From an optimization exercise on the open Yosys and OpenROAD flow, aimed at small area, a short achievable clock period and few clock cycles per item; shortcuts taken in it are not production practice. In this exercise RTL edits were held to simulation tests only and were not proved equivalent to the original. Power is estimated from default activity; no workload was simulated.

==> build 95: inputs <==
## rdec
module rdec (
    input  wire        clk,
    input  wire        rst,           
    input  wire        cfg_valid,
    output wire        cfg_ready,
    input  wire [3:0]  cfg_nch,       
    input  wire [12:0] cfg_slots,     
    input  wire [15:0] cfg_order,     
    input  wire [23:0] cfg_weight,    
    input  wire [39:0] cfg_k0,        
    input  wire [23:0] cfg_map,       
    input  wire        in_valid,
    output wire        in_ready,
    input  wire [31:0] in_data,
    input  wire        in_last,       
    output wire        out_valid,
    input  wire        out_ready,
    output wire [23:0] out_value,
    output wire        out_last       
);
export LEC_CHECK = 0
export ABC_AREA = 1
export CAP_MARGIN = 20
export CORE_MARGIN = 2
export CORE_UTILIZATION = 40
export SETUP_SLACK_MARGIN = 5
export SLEW_MARGIN = 20
create_clock -name core_clock -period 10.0 [get_ports {clk}]
run.sh (not shown) runs the stock make flow with config.mk's settings and CLKGATE_MAP_FILE= SYNTH_SCRIPT=/design/flow/synth_recipe.tcl, a recipe that flattens the netlist after the stock synthesis.
==> inputs of build 54, as changes to build 95 <==
--- a/flow/design.v
+++ b/flow/design.v
@@ -43,20 +43,15 @@
     reg [2:0]  nv;                    
     reg        lastin;                
     reg [1:0]  lastw;                 
     reg        in_rdy;
     reg        xv, xesc, xlast, xlp, xtag, xt0;
-    reg        xspec;                 
-    reg [6:0]  xs;                    
-    reg [1:0]  xwadv;                 
     reg [4:0]  xq, xk;
     reg [6:0]  xe;                    
     reg [2:0]  xc, xn, xw;
     reg [1:0]  xj;
-    reg        rv, rlast, rfwd;
-    reg [1:0]  rj;
-    reg [23:0] lx;                    
+    reg        rv, rlast;
     reg [26:0] ru;
     reg [26:0] re;                    
     reg [23:0] rpt;
     reg [2:0]  rc, rw;
     reg         a2v;
@@ -129,33 +124,23 @@
     wire [1:0] wnext = widx + wadvd;
     wire [6:0] eaddr = {wnext, boffn};
     wire lastc  = (cf == nchm1);
     wire lastt  = (tf == slotsm1);
     wire lastcode = lastc & lastt;
-    wire spec_ok = (nchm1 == 3'd0) & xv & ~lastcode;
-    wire dec = fe_act & adv & (nv[2] | (nv[1] & nv[0]) | (nv[1] & (boff <= 5'd5)) | lastin) &
-               (~pend[cf] | spec_ok);
+    wire dec = fe_act & adv & (nv[2] | (nv[1] & nv[0]) | (nv[1] & (boff <= 5'd5)) | lastin) & ~pend[cf];
     wire [1:0] ordd = order[cf];
     wire [1:0] jd   = (tf == 12'd0) ? 2'd0 :
                       (tf == 12'd1 && ordd == 2'd2) ? 2'd1 : ordd;
     wire [2:0] mapd = mapc[cf];
     wire [2:0] nd   = cf - mapd;
     wire [2:0] wd   = (mapd == 3'd0) ? 3'd0 : weight[cf];
     wire cfg_fire = cfg_valid & cfg_rdy;
     wire in_fire  = in_valid & in_rdy;
-    wire [4:0] ktrue  = (a2v && a2c == xc) ? a2k : kp[xc];
-    wire       squash = adv & xv & xspec & (ktrue != xk);
-    wire       decv   = dec & ~squash;
-    wire [1:0] wadv   = decv ? wadvd : 2'd0;
+    wire [1:0] wadv   = dec ? wadvd : 2'd0;
     wire [2:0] nv_pre = nv + {2'b00, in_fire};
-    wire [2:0] nv_n   = (rst | (decv & lastcode)) ? 3'd0 :
-                        squash ? nv_pre + {1'b0, xwadv} : nv_pre - {1'b0, wadv};
-    wire [2:0] nv_px  = nv_pre + {1'b0, xwadv};
-    wire       room_n = squash ? ~nv_px[2] :
-                        (~adv & xv & xspec) ? ~nv_px[2] :
-                        (dec & ~pend[cf]) ? (~nv_pre[2] | (wadvd != 2'd0)) : ~nv_pre[2];
-    wire       fe_act_n = ~rst & (cfg_fire | (fe_act & ~(decv & lastcode)));
+    wire [2:0] nv_n   = (rst | (dec & lastcode)) ? 3'd0 : nv_pre - {1'b0, wadv};
+    wire       fe_act_n = ~rst & (cfg_fire | (fe_act & ~(dec & lastcode)));
     wire       lastin_n = ~rst & ((~cfg_fire & lastin) | (in_fire & in_last));
     wire [1:0]  xwi  = xe[6:5];
     wire [1:0]  xwm1 = xe[6:5] - 2'd1;
     wire [63:0] px  = {wb[xwm1], wb[xwi]};
     wire [62:0] pxs = px[63:1] >> (~xe[4:0]);
@@ -185,24 +170,20 @@
         end
     endfunction
     wire        half = (ncnt == 6'd63);
     wire [32:0] anew = half ? asum[33:1] : asum[32:0];
     wire [5:0]  nn   = half ? 6'd32 : ncnt + 6'd1;
-    wire        awr  = xv & adv & (xtag == ftag) & ~squash;
+    wire        awr  = xv & adv & (xtag == ftag);
     reg  [23:0] kc;
     reg  [32:0] hi;                   
     reg  [32:0] lo;                   
     reg  [24:0] kb;                   
     always @(*) begin
-        hi = a2a;
-        for (j = 1; j < 33; j = j * 2)
-            for (i = 0; i < 33; i = i + 1)
-                if (i + j < 33) hi[i] = hi[i] | hi[i+j];
-        lo = {a2a[31:0], 1'b0};
-        for (j = 1; j < 33; j = j * 2)
-            for (i = 32; i >= 0; i = i - 1)
-                if (i - j >= 0) lo[i] = lo[i] | lo[i-j];
+        hi[32] = a2a[32];
+        for (i = 31; i >= 0; i = i - 1) hi[i] = hi[i+1] | a2a[i];
+        lo[0] = 1'b0;
+        for (i = 1; i < 33; i = i + 1) lo[i] = lo[i-1] | a2a[i-1];
         for (i = 0; i < 24; i = i + 1)
             kc[i] = ((i + 6 <= 32) ? hi[i+6] : 1'b0) |
                     ({a2a[i +: 6], lo[i]} > {a2n, 1'b0});
         kb[0] = ~kc[0];
         for (i = 1; i < 24; i = i + 1) kb[i] = kc[i-1] & ~kc[i];
@@ -217,53 +198,30 @@
     end
     function [61:0] csa(input [30:0] a, input [30:0] b, input [30:0] c);
         csa = {a ^ b ^ c, ((a & b) | (a & c) | (b & c)) << 1};
     endfunction
     wire [30:0] e31 = {{4{re[26]}}, re};
-    wire        fw2 = rfwd & (rj == 2'd2);
-    wire [30:0] p2  = {5'h1f, ~rpt, 2'b11};    
-    wire [30:0] ca  = fw2 ? p2 :
-                      (rw == 3'd1) ? e31 :
+    wire [30:0] ca  = (rw == 3'd1) ? e31 :
                       (rw == 3'd2 || rw == 3'd3) ? {e31[29:0], 1'b0} :
                       (rw == 3'd4) ? {e31[28:0], 2'b00} : 31'd0;
     wire [30:0] cb  = (rw == 3'd3) ? e31 : 31'd0;
     wire [26:0] rr  = {27{ru[0]}} ^ {1'b0, ru[26:1]};
     wire [30:0] r4  = {{2{rr[26]}}, rr, 2'b00};
     wire [61:0] cs1 = csa(ca, cb, r4);
-    wire [30:0] esum = add31(cs1[61:31], cs1[30:0], 1'b0);
+    wire [30:0] esum = cs1[61:31] + cs1[30:0];
     wire [26:0] errn = esum[28:2];
-    wire [30:0] p1  = ~rfwd ? {5'd0, rpt, 2'b00} :
-                      (rj == 2'd2) ? {4'd0, lx, 3'b000} :
-                      (rj == 2'd1) ? {5'd0, lx, 2'b00} : 31'd0;
-    wire [61:0] cs2 = csa(cs1[61:31], cs1[30:0], p1);
-    wire [30:0] xsum = add31(cs2[61:31], cs2[30:0], fw2);
-    function [30:0] add31(input [30:0] a, input [30:0] b, input ci);
-        reg [30:0] g, p, p0;
-        integer d, m;
-        begin
-            g  = a & b;
-            p  = a ^ b;
-            p0 = p;
-            g[0] = g[0] | (p[0] & ci);
-            for (d = 1; d < 31; d = d * 2)
-                for (m = 30; m >= d; m = m - 1) begin
-                    g[m] = g[m] | (p[m] & g[m-d]);
-                    p[m] = p[m] & p[m-d];
-                end
-            add31 = p0 ^ {g[29:0], ci};
-        end
-    endfunction
+    wire [61:0] cs2 = csa(cs1[61:31], cs1[30:0], {5'd0, rpt, 2'b00});
+    wire [30:0] xsum = cs2[61:31] + cs2[30:0];
     wire [23:0] xn_  = xsum[25:2];
     wire push = rv & adv;
     wire pop  = ov & out_ready;
     wire sv_n = ~rst & (pop ? 1'b0 : (sv | (push & ov)));
-    wire xv_n = adv ? decv : xv;
+    wire xv_n = adv ? dec : xv;
     wire [26:0] erd  = (xn == 3'd7) ? 27'd0 : err[xn];
     wire [26:0] ebyp = (rv && rc == xn) ? errn : erd;
     always @(posedge clk) begin
         if (push) begin
-            lx     <= xn_;
             x2[rc] <= x1[rc];
             x1[rc] <= xn_;
             if (rc != 3'd7) err[rc] <= errn;
         end
         if (awr) begin
@@ -274,19 +232,15 @@
         a2c  <= xc;
         a2a  <= anew;
         a2n  <= nn;
         if (a2v) kp[a2c] <= a2k;
         if (awr) pend[xc] <= 1'b0;
-        if (decv) pend[cf] <= 1'b1;
-        if (squash) pend[xc] <= 1'b0;
+        if (dec) pend[cf] <= 1'b1;
         if (in_rdy) wb[wslot] <= in_data;
         if (in_fire && in_last) lastw <= wslot;
         if (adv) begin
-            xv    <= decv;
-            xspec <= pend[cf];
-            xs    <= {widx, boff};
-            xwadv <= wadvd;
+            xv    <= dec;
             xesc  <= esc;
             xq    <= qd;
             xk    <= kd;
             xe    <= eaddr;
             xc    <= cf;
@@ -295,25 +249,19 @@
             xj    <= jd;
             xlast <= lastcode;
             xlp   <= lastc;
             xtag  <= ftag;
             xt0   <= (tf == 12'd0);
-            rv    <= xv & ~squash;
+            rv    <= xv;
             ru    <= ux;
             re    <= ebyp;
-            rfwd  <= rv & (rc == xc);
-            rpt   <= (rv && rc == xc) ? x1x : ptx;
-            rj    <= xj;
+            rpt   <= ptx;
             rc    <= xc;
             rw    <= xw;
             rlast <= xlast;
         end
-        if (squash) begin
-            widx <= xs[6:5];
-            boff <= xs[4:0];
-            tf   <= tf - 12'd1;
-        end else if (dec) begin
+        if (dec) begin
             if (lastcode) begin
                 widx <= lastw + 2'd1;
                 boff <= 5'd0;
             end else begin
                 widx <= wnext;
@@ -329,11 +277,11 @@
         nv      <= nv_n;
         lastin  <= lastin_n;
         fe_act  <= fe_act_n;
         cfg_rdy <= ~fe_act_n;
         in_rdy  <= ~rst & ~(xv_n & sv_n) &
-                   (fe_act_n ? (~lastin_n & room_n) : cfg_valid);
+                   (fe_act_n ? (~lastin_n & ~(nv_pre[2] & (wadv == 2'd0))) : cfg_valid);
         ftag    <= ftag ^ cfg_fire;
         sv <= sv_n;
         if (pop) begin
             if (sv) begin
                 oval  <= sval;
==> inputs of build 36, as changes to build 95 <==
--- a/flow/design.v
+++ b/flow/design.v
@@ -37,30 +37,35 @@
     reg        ftag;                  
     reg [2:0]  cf;                    
     reg [11:0] tf;                    
     reg [31:0] wb [0:3];
     reg [1:0]  widx;                  
+    reg [3:0]  wo;                    
     reg [4:0]  boff;                  
     reg [2:0]  nv;                    
     reg        lastin;                
     reg [1:0]  lastw;                 
     reg        in_rdy;
     reg        xv, xesc, xlast, xlp, xtag, xt0;
     reg        xspec;                 
     reg [6:0]  xs;                    
+    reg [3:0]  xso;                   
     reg [1:0]  xwadv;                 
     reg [4:0]  xq, xk;
     reg [6:0]  xe;                    
+    reg [3:0]  xoh;                   
+    reg [3:0]  xohm1;                 
     reg [2:0]  xc, xn, xw;
     reg [1:0]  xj;
     reg        rv, rlast, rfwd;
     reg [1:0]  rj;
     reg [23:0] lx;                    
     reg [26:0] ru;
     reg [26:0] re;                    
     reg [23:0] rpt;
-    reg [2:0]  rc, rw;
+    reg [2:0]  rc;
+    reg [4:0]  rsel;                  
     reg         a2v;
     reg  [2:0]  a2c;
     reg  [32:0] a2a;
     reg  [5:0]  a2n;
     reg  [4:0]  a2k, a2k1;
@@ -71,12 +76,15 @@
     assign in_ready  = in_rdy;
     assign out_valid = ov;
     assign out_value = oval;
     assign out_last  = olast;
     wire [1:0]  w1 = widx + 2'd1;
-    wire [31:0] cw = wb[widx];
-    wire [31:0] nw = wb[w1];
+    wire [3:0]  wo1 = {wo[2:0], wo[3]};
+    wire [31:0] cw = ({32{wo[0]}} & wb[0]) | ({32{wo[1]}} & wb[1]) |
+                     ({32{wo[2]}} & wb[2]) | ({32{wo[3]}} & wb[3]);
+    wire [31:0] nw = ({32{wo1[0]}} & wb[0]) | ({32{wo1[1]}} & wb[1]) |
+                     ({32{wo1[2]}} & wb[2]) | ({32{wo1[3]}} & wb[3]);
     reg  [31:0] ge;                   
     reg  [31:0] n1, n0, pr;
     always @(*) begin
         for (i = 0; i < 32; i = i + 1) begin
             ge[i] = (i >= boff);
@@ -126,10 +134,13 @@
                        h1  ? {1'b0, s1[5]} : (s0[5] ? 2'd2 : 2'd1);
     wire [4:0] qd    = (h1 ? z1 : z0) - boff;
     wire [1:0] wslot = widx + nv[1:0];
     wire [1:0] wnext = widx + wadvd;
     wire [6:0] eaddr = {wnext, boffn};
+    wire [3:0] eoh   = (wadvd == 2'd0) ? wo :
+                       (wadvd == 2'd1) ? {wo[2:0], wo[3]} : {wo[1:0], wo[3:2]};
+    wire [1:0] lw1   = lastw + 2'd1;
     wire lastc  = (cf == nchm1);
     wire lastt  = (tf == slotsm1);
     wire lastcode = lastc & lastt;
     wire spec_ok = (nchm1 == 3'd0) & xv & ~lastcode;
     wire dec = fe_act & adv & (nv[2] | (nv[1] & nv[0]) | (nv[1] & (boff <= 5'd5)) | lastin) &
@@ -153,13 +164,15 @@
     wire       room_n = squash ? ~nv_px[2] :
                         (~adv & xv & xspec) ? ~nv_px[2] :
                         (dec & ~pend[cf]) ? (~nv_pre[2] | (wadvd != 2'd0)) : ~nv_pre[2];
     wire       fe_act_n = ~rst & (cfg_fire | (fe_act & ~(decv & lastcode)));
     wire       lastin_n = ~rst & ((~cfg_fire & lastin) | (in_fire & in_last));
-    wire [1:0]  xwi  = xe[6:5];
-    wire [1:0]  xwm1 = xe[6:5] - 2'd1;
-    wire [63:0] px  = {wb[xwm1], wb[xwi]};
+    wire [31:0] pxh = ({32{xohm1[0]}} & wb[0]) | ({32{xohm1[1]}} & wb[1]) |
+                      ({32{xohm1[2]}} & wb[2]) | ({32{xohm1[3]}} & wb[3]);
+    wire [31:0] pxl = ({32{xoh[0]}} & wb[0]) | ({32{xoh[1]}} & wb[1]) |
+                      ({32{xoh[2]}} & wb[2]) | ({32{xoh[3]}} & wb[3]);
+    wire [63:0] px  = {pxh, pxl};
     wire [62:0] pxs = px[63:1] >> (~xe[4:0]);
     wire [26:0] raw = pxs[26:0];
     wire [26:0] lowmask = ~(27'h7ffffff << xk);
     wire [26:0] qk  = {22'd0, xq} << xk;
     wire [26:0] ux  = xesc ? raw : (qk | (raw & lowmask));
@@ -217,17 +230,17 @@
     end
     function [61:0] csa(input [30:0] a, input [30:0] b, input [30:0] c);
         csa = {a ^ b ^ c, ((a & b) | (a & c) | (b & c)) << 1};
     endfunction
     wire [30:0] e31 = {{4{re[26]}}, re};
-    wire        fw2 = rfwd & (rj == 2'd2);
+    wire        fw2 = rsel[4];
     wire [30:0] p2  = {5'h1f, ~rpt, 2'b11};    
-    wire [30:0] ca  = fw2 ? p2 :
-                      (rw == 3'd1) ? e31 :
-                      (rw == 3'd2 || rw == 3'd3) ? {e31[29:0], 1'b0} :
-                      (rw == 3'd4) ? {e31[28:0], 2'b00} : 31'd0;
-    wire [30:0] cb  = (rw == 3'd3) ? e31 : 31'd0;
+    wire [30:0] ca  = ({31{rsel[4]}} & p2) |
+                      ({31{rsel[0]}} & e31) |
+                      ({31{rsel[1]}} & {e31[29:0], 1'b0}) |
+                      ({31{rsel[2]}} & {e31[28:0], 2'b00});
+    wire [30:0] cb  = {31{rsel[3]}} & e31;
     wire [26:0] rr  = {27{ru[0]}} ^ {1'b0, ru[26:1]};
     wire [30:0] r4  = {{2{rr[26]}}, rr, 2'b00};
     wire [61:0] cs1 = csa(ca, cb, r4);
     wire [30:0] esum = add31(cs1[61:31], cs1[30:0], 1'b0);
     wire [26:0] errn = esum[28:2];
@@ -282,15 +295,18 @@
         if (in_fire && in_last) lastw <= wslot;
         if (adv) begin
             xv    <= decv;
             xspec <= pend[cf];
             xs    <= {widx, boff};
+            xso   <= wo;
             xwadv <= wadvd;
             xesc  <= esc;
             xq    <= qd;
             xk    <= kd;
             xe    <= eaddr;
+            xoh   <= eoh;
+            xohm1 <= {eoh[0], eoh[3:1]};
             xc    <= cf;
             xn    <= nd;
             xw    <= wd;
             xj    <= jd;
             xlast <= lastcode;
@@ -302,23 +318,27 @@
             re    <= ebyp;
             rfwd  <= rv & (rc == xc);
             rpt   <= (rv && rc == xc) ? x1x : ptx;
             rj    <= xj;
             rc    <= xc;
-            rw    <= xw;
+            rsel  <= {(rv && rc == xc && xj == 2'd2), (xw == 3'd3), (xw == 3'd4),
+                      (xw == 3'd2 || xw == 3'd3), (xw == 3'd1)};
             rlast <= xlast;
         end
         if (squash) begin
             widx <= xs[6:5];
+            wo   <= xso;
             boff <= xs[4:0];
             tf   <= tf - 12'd1;
         end else if (dec) begin
             if (lastcode) begin
-                widx <= lastw + 2'd1;
+                widx <= lw1;
+                wo   <= 4'b0001 << lw1;
                 boff <= 5'd0;
             end else begin
                 widx <= wnext;
+                wo   <= eoh;
                 boff <= boffn;
             end
             if (lastc) begin
                 cf <= 3'd0;
                 tf <= tf + 12'd1;
@@ -368,10 +388,11 @@
             cf    <= 3'd0;
             tf    <= 12'd0;
         end
         if (rst) begin
             widx    <= 2'd0;
+            wo      <= 4'b0001;
             boff    <= 5'd0;
             xv      <= 1'b0;
             rv      <= 1'b0;
             a2v     <= 1'b0;
             ov      <= 1'b0;
==> flow/config.mk (replaced) <==
export PLATFORM = sky130hd
export DESIGN_NAME = rdec
export DESIGN_NICKNAME = rdec
export VERILOG_FILES = /design/flow/design.v
export SDC_FILE = /design/flow/constraint.sdc
export NUM_CORES = 4
export LEC_CHECK = 0
export ABC_AREA = 1
export CAP_MARGIN = 5
export CORE_MARGIN = 2
export CORE_UTILIZATION = 60
export SETUP_SLACK_MARGIN = 5
export SLEW_MARGIN = 5
==> inputs of trial 96, as changes to build 95 <==
--- a/flow/design.v
+++ b/flow/design.v
@@ -37,30 +37,35 @@
     reg        ftag;                  
     reg [2:0]  cf;                    
     reg [11:0] tf;                    
     reg [31:0] wb [0:3];
     reg [1:0]  widx;                  
+    reg [3:0]  wo;                    
     reg [4:0]  boff;                  
     reg [2:0]  nv;                    
     reg        lastin;                
     reg [1:0]  lastw;                 
     reg        in_rdy;
     reg        xv, xesc, xlast, xlp, xtag, xt0;
     reg        xspec;                 
     reg [6:0]  xs;                    
+    reg [3:0]  xso;                   
     reg [1:0]  xwadv;                 
     reg [4:0]  xq, xk;
     reg [6:0]  xe;                    
+    reg [3:0]  xoh;                   
+    reg [3:0]  xohm1;                 
     reg [2:0]  xc, xn, xw;
     reg [1:0]  xj;
     reg        rv, rlast, rfwd;
     reg [1:0]  rj;
     reg [23:0] lx;                    
     reg [26:0] ru;
     reg [26:0] re;                    
     reg [23:0] rpt;
-    reg [2:0]  rc, rw;
+    reg [2:0]  rc;
+    reg [4:0]  rsel;                  
     reg         a2v;
     reg  [2:0]  a2c;
     reg  [32:0] a2a;
     reg  [5:0]  a2n;
     reg  [4:0]  a2k, a2k1;
@@ -71,12 +76,15 @@
     assign in_ready  = in_rdy;
     assign out_valid = ov;
     assign out_value = oval;
     assign out_last  = olast;
     wire [1:0]  w1 = widx + 2'd1;
-    wire [31:0] cw = wb[widx];
-    wire [31:0] nw = wb[w1];
+    wire [3:0]  wo1 = {wo[2:0], wo[3]};
+    wire [31:0] cw = ({32{wo[0]}} & wb[0]) | ({32{wo[1]}} & wb[1]) |
+                     ({32{wo[2]}} & wb[2]) | ({32{wo[3]}} & wb[3]);
+    wire [31:0] nw = ({32{wo1[0]}} & wb[0]) | ({32{wo1[1]}} & wb[1]) |
+                     ({32{wo1[2]}} & wb[2]) | ({32{wo1[3]}} & wb[3]);
     reg  [31:0] ge;                   
     reg  [31:0] n1, n0, pr;
     always @(*) begin
         for (i = 0; i < 32; i = i + 1) begin
             ge[i] = (i >= boff);
@@ -126,10 +134,13 @@
                        h1  ? {1'b0, s1[5]} : (s0[5] ? 2'd2 : 2'd1);
     wire [4:0] qd    = (h1 ? z1 : z0) - boff;
     wire [1:0] wslot = widx + nv[1:0];
     wire [1:0] wnext = widx + wadvd;
     wire [6:0] eaddr = {wnext, boffn};
+    wire [3:0] eoh   = (wadvd == 2'd0) ? wo :
+                       (wadvd == 2'd1) ? {wo[2:0], wo[3]} : {wo[1:0], wo[3:2]};
+    wire [1:0] lw1   = lastw + 2'd1;
     wire lastc  = (cf == nchm1);
     wire lastt  = (tf == slotsm1);
     wire lastcode = lastc & lastt;
     wire spec_ok = (nchm1 == 3'd0) & xv & ~lastcode;
     wire dec = fe_act & adv & (nv[2] | (nv[1] & nv[0]) | (nv[1] & (boff <= 5'd5)) | lastin) &
@@ -153,13 +164,15 @@
     wire       room_n = squash ? ~nv_px[2] :
                         (~adv & xv & xspec) ? ~nv_px[2] :
                         (dec & ~pend[cf]) ? (~nv_pre[2] | (wadvd != 2'd0)) : ~nv_pre[2];
     wire       fe_act_n = ~rst & (cfg_fire | (fe_act & ~(decv & lastcode)));
     wire       lastin_n = ~rst & ((~cfg_fire & lastin) | (in_fire & in_last));
-    wire [1:0]  xwi  = xe[6:5];
-    wire [1:0]  xwm1 = xe[6:5] - 2'd1;
-    wire [63:0] px  = {wb[xwm1], wb[xwi]};
+    wire [31:0] pxh = ({32{xohm1[0]}} & wb[0]) | ({32{xohm1[1]}} & wb[1]) |
+                      ({32{xohm1[2]}} & wb[2]) | ({32{xohm1[3]}} & wb[3]);
+    wire [31:0] pxl = ({32{xoh[0]}} & wb[0]) | ({32{xoh[1]}} & wb[1]) |
+                      ({32{xoh[2]}} & wb[2]) | ({32{xoh[3]}} & wb[3]);
+    wire [63:0] px  = {pxh, pxl};
     wire [62:0] pxs = px[63:1] >> (~xe[4:0]);
     wire [26:0] raw = pxs[26:0];
     wire [26:0] lowmask = ~(27'h7ffffff << xk);
     wire [26:0] qk  = {22'd0, xq} << xk;
     wire [26:0] ux  = xesc ? raw : (qk | (raw & lowmask));
@@ -217,17 +230,17 @@
     end
     function [61:0] csa(input [30:0] a, input [30:0] b, input [30:0] c);
         csa = {a ^ b ^ c, ((a & b) | (a & c) | (b & c)) << 1};
     endfunction
     wire [30:0] e31 = {{4{re[26]}}, re};
-    wire        fw2 = rfwd & (rj == 2'd2);
+    wire        fw2 = rsel[4];
     wire [30:0] p2  = {5'h1f, ~rpt, 2'b11};    
-    wire [30:0] ca  = fw2 ? p2 :
-                      (rw == 3'd1) ? e31 :
-                      (rw == 3'd2 || rw == 3'd3) ? {e31[29:0], 1'b0} :
-                      (rw == 3'd4) ? {e31[28:0], 2'b00} : 31'd0;
-    wire [30:0] cb  = (rw == 3'd3) ? e31 : 31'd0;
+    wire [30:0] ca  = ({31{rsel[4]}} & p2) |
+                      ({31{rsel[0]}} & e31) |
+                      ({31{rsel[1]}} & {e31[29:0], 1'b0}) |
+                      ({31{rsel[2]}} & {e31[28:0], 2'b00});
+    wire [30:0] cb  = {31{rsel[3]}} & e31;
     wire [26:0] rr  = {27{ru[0]}} ^ {1'b0, ru[26:1]};
     wire [30:0] r4  = {{2{rr[26]}}, rr, 2'b00};
     wire [61:0] cs1 = csa(ca, cb, r4);
     wire [30:0] esum = add31(cs1[61:31], cs1[30:0], 1'b0);
     wire [26:0] errn = esum[28:2];
@@ -282,15 +295,18 @@
         if (in_fire && in_last) lastw <= wslot;
         if (adv) begin
             xv    <= decv;
             xspec <= pend[cf];
             xs    <= {widx, boff};
+            xso   <= wo;
             xwadv <= wadvd;
             xesc  <= esc;
             xq    <= qd;
             xk    <= kd;
             xe    <= eaddr;
+            xoh   <= eoh;
+            xohm1 <= {eoh[0], eoh[3:1]};
             xc    <= cf;
             xn    <= nd;
             xw    <= wd;
             xj    <= jd;
             xlast <= lastcode;
@@ -302,23 +318,27 @@
             re    <= ebyp;
             rfwd  <= rv & (rc == xc);
             rpt   <= (rv && rc == xc) ? x1x : ptx;
             rj    <= xj;
             rc    <= xc;
-            rw    <= xw;
+            rsel  <= {(rv && rc == xc && xj == 2'd2), (xw == 3'd3), (xw == 3'd4),
+                      (xw == 3'd2 || xw == 3'd3), (xw == 3'd1)};
             rlast <= xlast;
         end
         if (squash) begin
             widx <= xs[6:5];
+            wo   <= xso;
             boff <= xs[4:0];
             tf   <= tf - 12'd1;
         end else if (dec) begin
             if (lastcode) begin
-                widx <= lastw + 2'd1;
+                widx <= lw1;
+                wo   <= 4'b0001 << lw1;
                 boff <= 5'd0;
             end else begin
                 widx <= wnext;
+                wo   <= eoh;
                 boff <= boffn;
             end
             if (lastc) begin
                 cf <= 3'd0;
                 tf <= tf + 12'd1;
@@ -368,10 +388,11 @@
             cf    <= 3'd0;
             tf    <= 12'd0;
         end
         if (rst) begin
             widx    <= 2'd0;
+            wo      <= 4'b0001;
             boff    <= 5'd0;
             xv      <= 1'b0;
             rv      <= 1'b0;
             a2v     <= 1'b0;
             ov      <= 1'b0;
==> run summary <==
- In trial 96 the clock power is lower than in build 95, by 6.7%.
- Between build 54 and trial 96, the lower first-iteration DRC count is in build 54 (gap 12%, measured against trial 96).
- The highest design area belongs to build 95, the lowest to build 54.
- Die area: build 95 > trial 96 > build 54 > build 36.
- Between build 95 and build 54, the lower worst setup slack is in build 54 (gap 0.050 ns).
- Build 36 completed with no timing, DRC or antenna violations. Build 95 completed without violations. Trial 96 passed the timing, design-rule and antenna checks. Build 54 passed the timing, design-rule and antenna checks.
- Wire length: build 36 < build 54 < trial 96 < build 95.
Testbench counts of build 95, summed over its fixed seeds: cycles 74,283, items 72,418.
Testbench counts of build 54, summed over its fixed seeds: cycles 84,711, items 72,418.
Testbench counts of build 36, summed over its fixed seeds: cycles 74,283, items 72,418.
Testbench counts of trial 96, summed over its fixed seeds: cycles 74,283, items 72,418.

==> static timing again, ports no longer ideal <==
In the flow no input, the clock included, has a driving cell. The finished layouts below were timed again as built, in two steps.
Step 1, drivers: a clkbuf_16 drives clk and a buf_2 each remaining input, both assumed.
Step 2 times the ports against the registers' clock, not the clock port: input delays grow and output delays shrink by t, the midpoint of the rising clock arrivals with the driver on.
Slacks: ideal / step 1 / step 2; pairs: ideal / step 1.
run	shift t [ns]	setup WS [ns]	clock arrival spread, ns
build 95	0.897	4.924 / 4.924 / 4.924	0.058 / 0.058
build 54	0.883	4.874 / 4.874 / 4.874	0.032 / 0.033
build 36	0.871	4.807 / 4.807 / 4.807	0.051 / 0.051
trial 96	0.872	4.728 / 4.728 / 4.728	0.055 / 0.054
After both steps every run listed still meets setup and hold.
